From an optimization exercise on the open Yosys and OpenROAD flow, aimed at small area, a short achievable clock period and few clock cycles per item; shortcuts taken in it are not production practice.
At most, simulation tests tie the RTL to the original design; equivalence was not proved.
No functional check of the RTL was part of run 2.

==> flow/design.v (outline; a module is shown in full before it is edited, if it fits) <==
// module lattice_interp: 1665 lines
// module lattice_fa: 10 lines
module lattice_interp (
  input  wire        clk,
  input  wire        rst,
  input  wire        in_valid,
  input  wire [63:0] in_x,         
  output wire        in_ready,
  output reg         mem_rd,
  output reg  [16:0] mem_addr,
  input  wire [15:0] mem_rdata,    
  output reg         out_valid,
  output reg  [15:0] out_y
);
  // ...
==> flow/flow/run.sh <==
#!/bin/bash
# Standard layout, with plain buffers (buf_2) on the ports instead of the
# delay buffers the port-buffering step picks by default, and timing repair
# aiming at a shorter period than the 10 ns clock.
set -euo pipefail
bash standard.sh "BUFFER_PORTS_ARGS=-buffer_cell sky130_fd_sc_hd__buf_2" SETUP_SLACK_MARGIN=6.7 finish > standard.log 2>&1
==> flow/standard.sh <==
#!/bin/bash
# synth_recipe.tcl (not shown) runs the flow's synth.tcl, then flattens the netlist and writes it again
# the make line also repeats each setting of config.mk as NAME=value (left out here)
make -C /OpenROAD-flow-scripts/flow DESIGN_CONFIG=/design/flow/config.mk WORK_HOME=/design/flow/orfs CLKGATE_MAP_FILE= SYNTH_SCRIPT=/design/flow/synth_recipe.tcl "${@:-finish}"
==> flow/config.mk <==
export PLATFORM = sky130hd
export DESIGN_NAME = lattice_interp
export DESIGN_NICKNAME = lattice_interp
export VERILOG_FILES = /design/flow/design.v
export SDC_FILE = /design/flow/constraint.sdc
export NUM_CORES = 4
export LEC_CHECK = 0
export CAP_MARGIN = 20
export CORE_MARGIN = 2
export CORE_UTILIZATION = 40
export CTS_BUF_LIST = sky130_fd_sc_hd__clkbuf_4
export SLEW_MARGIN = 20
export SYNTH_HIERARCHICAL = 1
==> flow/constraint.sdc <==
create_clock -name core_clock -period 10.0 [get_ports {clk}]
set_input_delay 2.0000 -clock core_clock [delete_from_list [all_inputs] [get_ports {clk}]]
set_output_delay 2.0000 -clock core_clock [all_outputs]
set_load 0.01 [all_outputs]
==> results.cfg, run 1 <==
[yosys]
avgSynthCellArea_um2 = 11.17
synthTopCellsByCount = fa_1 (286), nand2_1 (285), dfxtp_1 (198)
synth_top_cell_by_area = fa_1
synth_top_area_share = 0.2845
synth-seq-cells = 278
synth_nets = 2355
synth-compound-area-share = 0.07735

[sta]
worst_slew_pin_slew_ns = 0.8208
post-route-min-period_ns = 3.577
clock.fmax_mhz = 279.5
slew_headroom = 0.4528
fin_tns_setup_ns = 0

[global_routing]
grt_max_degree = 68
grtUsageTotal = 0.2156
first_global_vias = 16000
antenna_found_initial = 3
grt_overflow = 0

[layout]
multi_input_area_share = 0.5483
drive_gt1_frac = 0.3444
final_nets = 2657
final_area_um2 = 24770
layout.non_clock_inverters = 100
largest_reg_flops = 64
layout.cells.most_common_list = nand2_1 (252), fa_1 (184), ha_1 (182)
seq_area_frac = 0.2633
reg.largest.list = x_r x64, accn_c x32, accn_s x32
final_cells = 2836
antenna_cells = 1

[worst_setup_path]
path_depth = 7
reg2reg_slack_ns = 6.42
worstPathMaxFanout = 6

[floorplan]
die_h_um = 228.3

[route]
top_layer_used = met5
viasPerCell = 5.205
drt_iter0_markers = 964

[placed_design]
dp_cells = 2510
gp_congestion = 0.8984

[clock_tree]
cts.path.max_buffers = 3
clock-sinks = 278
cts_tree = done

[status]
status = no timing/DRC/antenna violations
Testbench counts, summed over its fixed seeds: cycles 9,405, items 2,048.
==> inputs of run 2 (changes only) <==
--- a/flow/design.v
+++ b/flow/design.v
@@ -1,26 +1,25 @@
 module lattice_interp (
   input  wire        clk,
   input  wire        rst,
   input  wire        in_valid,
   input  wire [63:0] in_x,         
-  output wire        in_ready,
+  output reg         in_ready,
   output reg         mem_rd,
   output reg  [16:0] mem_addr,
   input  wire [15:0] mem_rdata,    
   output reg         out_valid,
   output reg  [15:0] out_y
 );
   reg  [63:0] x_r;         
   reg         act;         
   reg         lastc;       
   reg         fc;          
   reg  [3:0]  done;        
-  assign in_ready = ~act;
   wire [15:0] f0 = {x_r[11:0],  x_r[15:12]};
   wire [15:0] f1 = {x_r[27:16], x_r[31:28]};
   wire [15:0] f2 = {x_r[43:32], x_r[47:44]};
   wire [15:0] f3 = {x_r[59:48], x_r[63:60]};
   wire [15:0] ib = {x_r[63:60], x_r[47:44], x_r[31:28], x_r[15:12]};
   wire g01 = f0 >= f1, g02 = f0 >= f2, g03 = f0 >= f3;
   wire g12 = f1 >= f2, g13 = f1 >= f3, g23 = f2 >= f3;
   wire g10 = f1 >= f0, g20 = f2 >= f0, g30 = f3 >= f0;
@@ -1635,16 +1634,17 @@
     if (!act) begin
       x_r  <= in_x;
       done <= 4'd0;
     end else begin
       done <= done | top;
     end
     if (rst) begin
       act       <= 1'b0;
+      in_ready  <= 1'b1;
       lastc     <= 1'b0;
       fc        <= 1'b0;
       mem_rd    <= 1'b0;
       last1     <= 1'b0;
       last2     <= 1'b0;
       last3     <= 1'b0;
       fin       <= 1'b0;
       fin2      <= 1'b0;
@@ -1655,16 +1655,17 @@
       last2     <= last1;
       last3     <= last2;
       fin       <= last3;
       fin2      <= fin;
       out_valid <= fin2;
       fc        <= ~act & in_valid;
       lastc     <= act & ~more;
       act       <= act ? more : in_valid;
+      in_ready  <= act ? ~more : ~in_valid;
     end
   end
 endmodule
 module lattice_fa (
   input  wire a,
   input  wire b,
   input  wire c,
   output wire s,
==> flow/flow/run.sh (replaced) <==
#!/bin/bash
# Standard layout, with plain buffers (buf_2) on the ports instead of the
# delay buffers the port-buffering step picks by default, and timing repair
# aiming at a shorter period than the 10 ns clock.
set -euo pipefail
bash standard.sh "BUFFER_PORTS_ARGS=-buffer_cell sky130_fd_sc_hd__buf_2" SETUP_SLACK_MARGIN=6.3 finish > standard.log 2>&1
==> flow/config.mk (replaced) <==
export PLATFORM = sky130hd
export DESIGN_NAME = lattice_interp
export DESIGN_NICKNAME = lattice_interp
export VERILOG_FILES = /design/flow/design.v
export SDC_FILE = /design/flow/constraint.sdc
export NUM_CORES = 4
export LEC_CHECK = 0
export CAP_MARGIN = 20
export CORE_MARGIN = 2
export CORE_UTILIZATION = 40
export CTS_BUF_LIST = sky130_fd_sc_hd__clkbuf_16
export CTS_CLUSTER_DIAMETER = 80
export CTS_CLUSTER_SIZE = 25
export SLEW_MARGIN = 20
export SYNTH_HIERARCHICAL = 1
==> run 2 against run 1 <==
  * Still clean on timing, DRC and antenna
  * Clock skew decreased by 0.021 ns
  * Non-clock buffer count decreased by 109
==> results.cfg, run 2 <==
[worst_setup_path]
crit_slowest_cell = fa_1
path_cells = nand2_1, fa_1, fa_1, fa_1, fa_1, fa_1, fa_1
path_class = flip-flop to flip-flop
worstPathMaxFanout = 15
endpoint_kind = flip-flop
slowest_delay_ns = 0.58
cpMostUsedCell = fa_1
startpoint_type = flip-flop
cp_data_required_time_ns = 10.43
worstPathArrival_ns = 4.05

[placed_design]
hpwl_mm = 39.08
gp_congestion = 0.9346
io_buffers = 118

[global_routing]
first_global_vias = 14380
antenna_found_initial = 2
grt_max_degree = 71
grtUsageTotal = 0.1937
grt_pass1_wl_mm = 80.18
grt_overflow = 0

[route]
drc = 0
wirelength_mm = 50.68
antenna_left = 0
wl_per_cell_um = 19.15
viasPerCell = 5.246
drt_iter0_markers = 1059
dr_total_vias = 13880
first_pass_iters = 5

[clock_tree]
cts.path.max_buffers = 3
cts-root-buf = clkbuf_16
clk_pin_slew_worst_paths_ns = 0.09
cts_tree = done
cts_made_buffers = 21
ctsHoldBuffers = 0
clock-sinks = 279
clock_latency_ns = 0.56
htreeDepth = 1

[floorplan]
die_h_um = 229.1
coreArea_um2 = 50070
dieArea_um2 = 52490
rows = 82
start_util = 0.4048
num_io_pins = 119
die_w_um = 229.1

[layout]
area_growth_pct = 13.29
reg.largest.list = x_r x64, accn_c x32, accn_s x32
final_nets = 2513
largest_reg_flops = 64
mostFrequentLayoutCell = nand2_1
antenna_cells = 0
layout.cells.most_common_list = nand2_1 (302), fa_1 (284), ha_1 (184)
drive_gt1_frac = 0.1920
final_util = 0.4586
regMostFlops = x_r

[yosys]
synthArstFlopShare = 0
synthTopCellsByCount = nand2_1 (302), fa_1 (286), dfxtp_1 (199)
yosysUniqueCellTypes = 73
synthTopCellsByArea = fa_1 (28%), dfxtp_1 (20%), edfxtp_1 (12%), ha_1 (11%), nand2_1 (5.6%)
yosys_warnings = 7
synth_nets = 2379
yosysSeqAreaShare = 0.3151
synth-seq-cells = 279
synth_top_cell_by_area = fa_1
syn_inst = 1825
synth_top_area_share = 0.2825
ys.flop_type = dfxtp_1
avgSynthCellArea_um2 = 11.11
syn-cell-area_um2 = 20270
synth_most_common_cell = nand2_1
synth_edf_count = 80

[sta]
period_share = 0.3620
post-route-min-period_ns = 3.620
hold_viol_final = 0
rsz0062_at_grt = yes
slew_headroom = 0.3054
fin_tns_setup_ns = 0
clock.fmax_mhz = 276.2
final_max_slew_viol_count = 0
clock_skew_ns = 0.02706
worst_slew_pin_slew_ns = 1.034
setup_violations = 0

[worst_hold_path]
hp-class = flip-flop to flip-flop

[status]
status = no timing/DRC/antenna violations

[run]
maxCapViolations = 0
## run 2: changes by cell type in the layout (fill, tap and decap cells not counted), sizes merged, moves of 6 or more
cell    delta
buf      -110
clkbuf    -91
a22oi     +33
inv       +19
a221o     -18
nand2     +17
clkinv    -16
a22o      -15
and3      -12
nor2b      -9
nand4      +8
a21o       +6
## run 2: cells by family after synthesis
family | Yosys count | share of synthesized area
simple gates | 562 | 0.1311
compound gates | 231 | 0.07963
xor+xnor | 56 | 0.02420
mux | 29 | 0.01574
flops | 279 | 0.3151
fa+ha+maj | 471 | 0.3967
buf+inv | 197 | 0.03759
## run 2: stage by stage
stage | area (um^2) | setup WS (ns) | hold WS (ns) | cells
finish | 22960 | 6.380 | 0.3012 | 2646
CTS | 22360 | 6.304 | 0.3042 | 2585
global route | 22960 | 6.281 | 0.3017 | 2646
detailed placement | 21410 | 5.945 | 0.3121 | 2535
global placement | 21410 | 6.032 | 0.3102 | 2535
floorplan | 20310 | 6.301 | 0.3096 | 1825
## run 2: cell type report
| class | count | area, um^2 |
|---|---|---|
| clock buffers | 21 | 525.5 |
| clock inverters | 17 | 224.0 |
| multi-input cells | 1349 | 13210 |
| flip-flops and latches | 279 | 6509 |
| inverters | 111 | 416.7 |
| repair buffers | 197 | 1234 |
| fillers | 4714 | 27100 |
| well taps | 672 | 840.8 |
## run 2: metal layers
layer,GRT usage,wire length [um],vias up
met4,0.05377,1540,4
met2,0.3231,23840,536
met1,0.2611,21960,6823
met5,0,27,-
li1,-,-,6409
met3,0.03200,3313,109
## run 2: Yosys stat by module, one instance, submodules excluded
module	flops+latches	cells	times used
lattice_fa	0	1	271
lattice_interp	279	1554	1
## run 2: repair_timing
action                                  CTS  global route
buffers inserted                         12            60
gates resized for setup                  60            28
gates cloned                              0             1
endpoints found under the setup margin   25            27
pin swaps                                 0            10
## run 2: final timing paths
check | startpoint | to | slack, ns | depth (start not counted)
setup / recovery | rd_r[6] | accn_c[18] | 6.38 | 7
hold / removal | w_reg[8] | w2[8] | 0.30 | 0
hold reg to reg | w_reg[8] | w2[8] | 0.30 | 0
setup reg to reg | rd_r[6] | accn_c[18] | 6.38 | 7
## run 2: worst max-delay path: cells and delay by family, from the launching register on
kind / cells / cell delay, ns
adders and majority gates: 6 / 2.89
and+or+nand+nor: 1 / 0.12
DFF: 1 / 0.47

[afterwards: timing with drivers on the ports]
The results above use ideal ports. As a check the final layouts listed here were re-extracted and re-timed, cells and wires unchanged. Step 1, drivers: a clkbuf_16 drives clk and a buf_2 each remaining input, both assumed. Step 2 adds t to the input delays and takes it off the output delays; t is the mean of the earliest and latest rising clock arrival at the registers after step 1. Input paths then give back, and output paths get back, about the clock's delay inside the block. a / b / c = ideal / step 1 / step 2; a / b = the first two.
run | t, ns | slack for setup (ns) | clock arrival spread, ns | slew at the worst register clock pin (ns)
run 1 | 0.831 | 6.423 / 6.423 / 6.423 | 0.066 / 0.066 | 0.07 / 0.07
run 2 | 0.597 | 6.380 / 6.380 / 6.380 | 0.028 / 0.027 | 0.09 / 0.09
After both steps setup and hold are still met in every run listed.
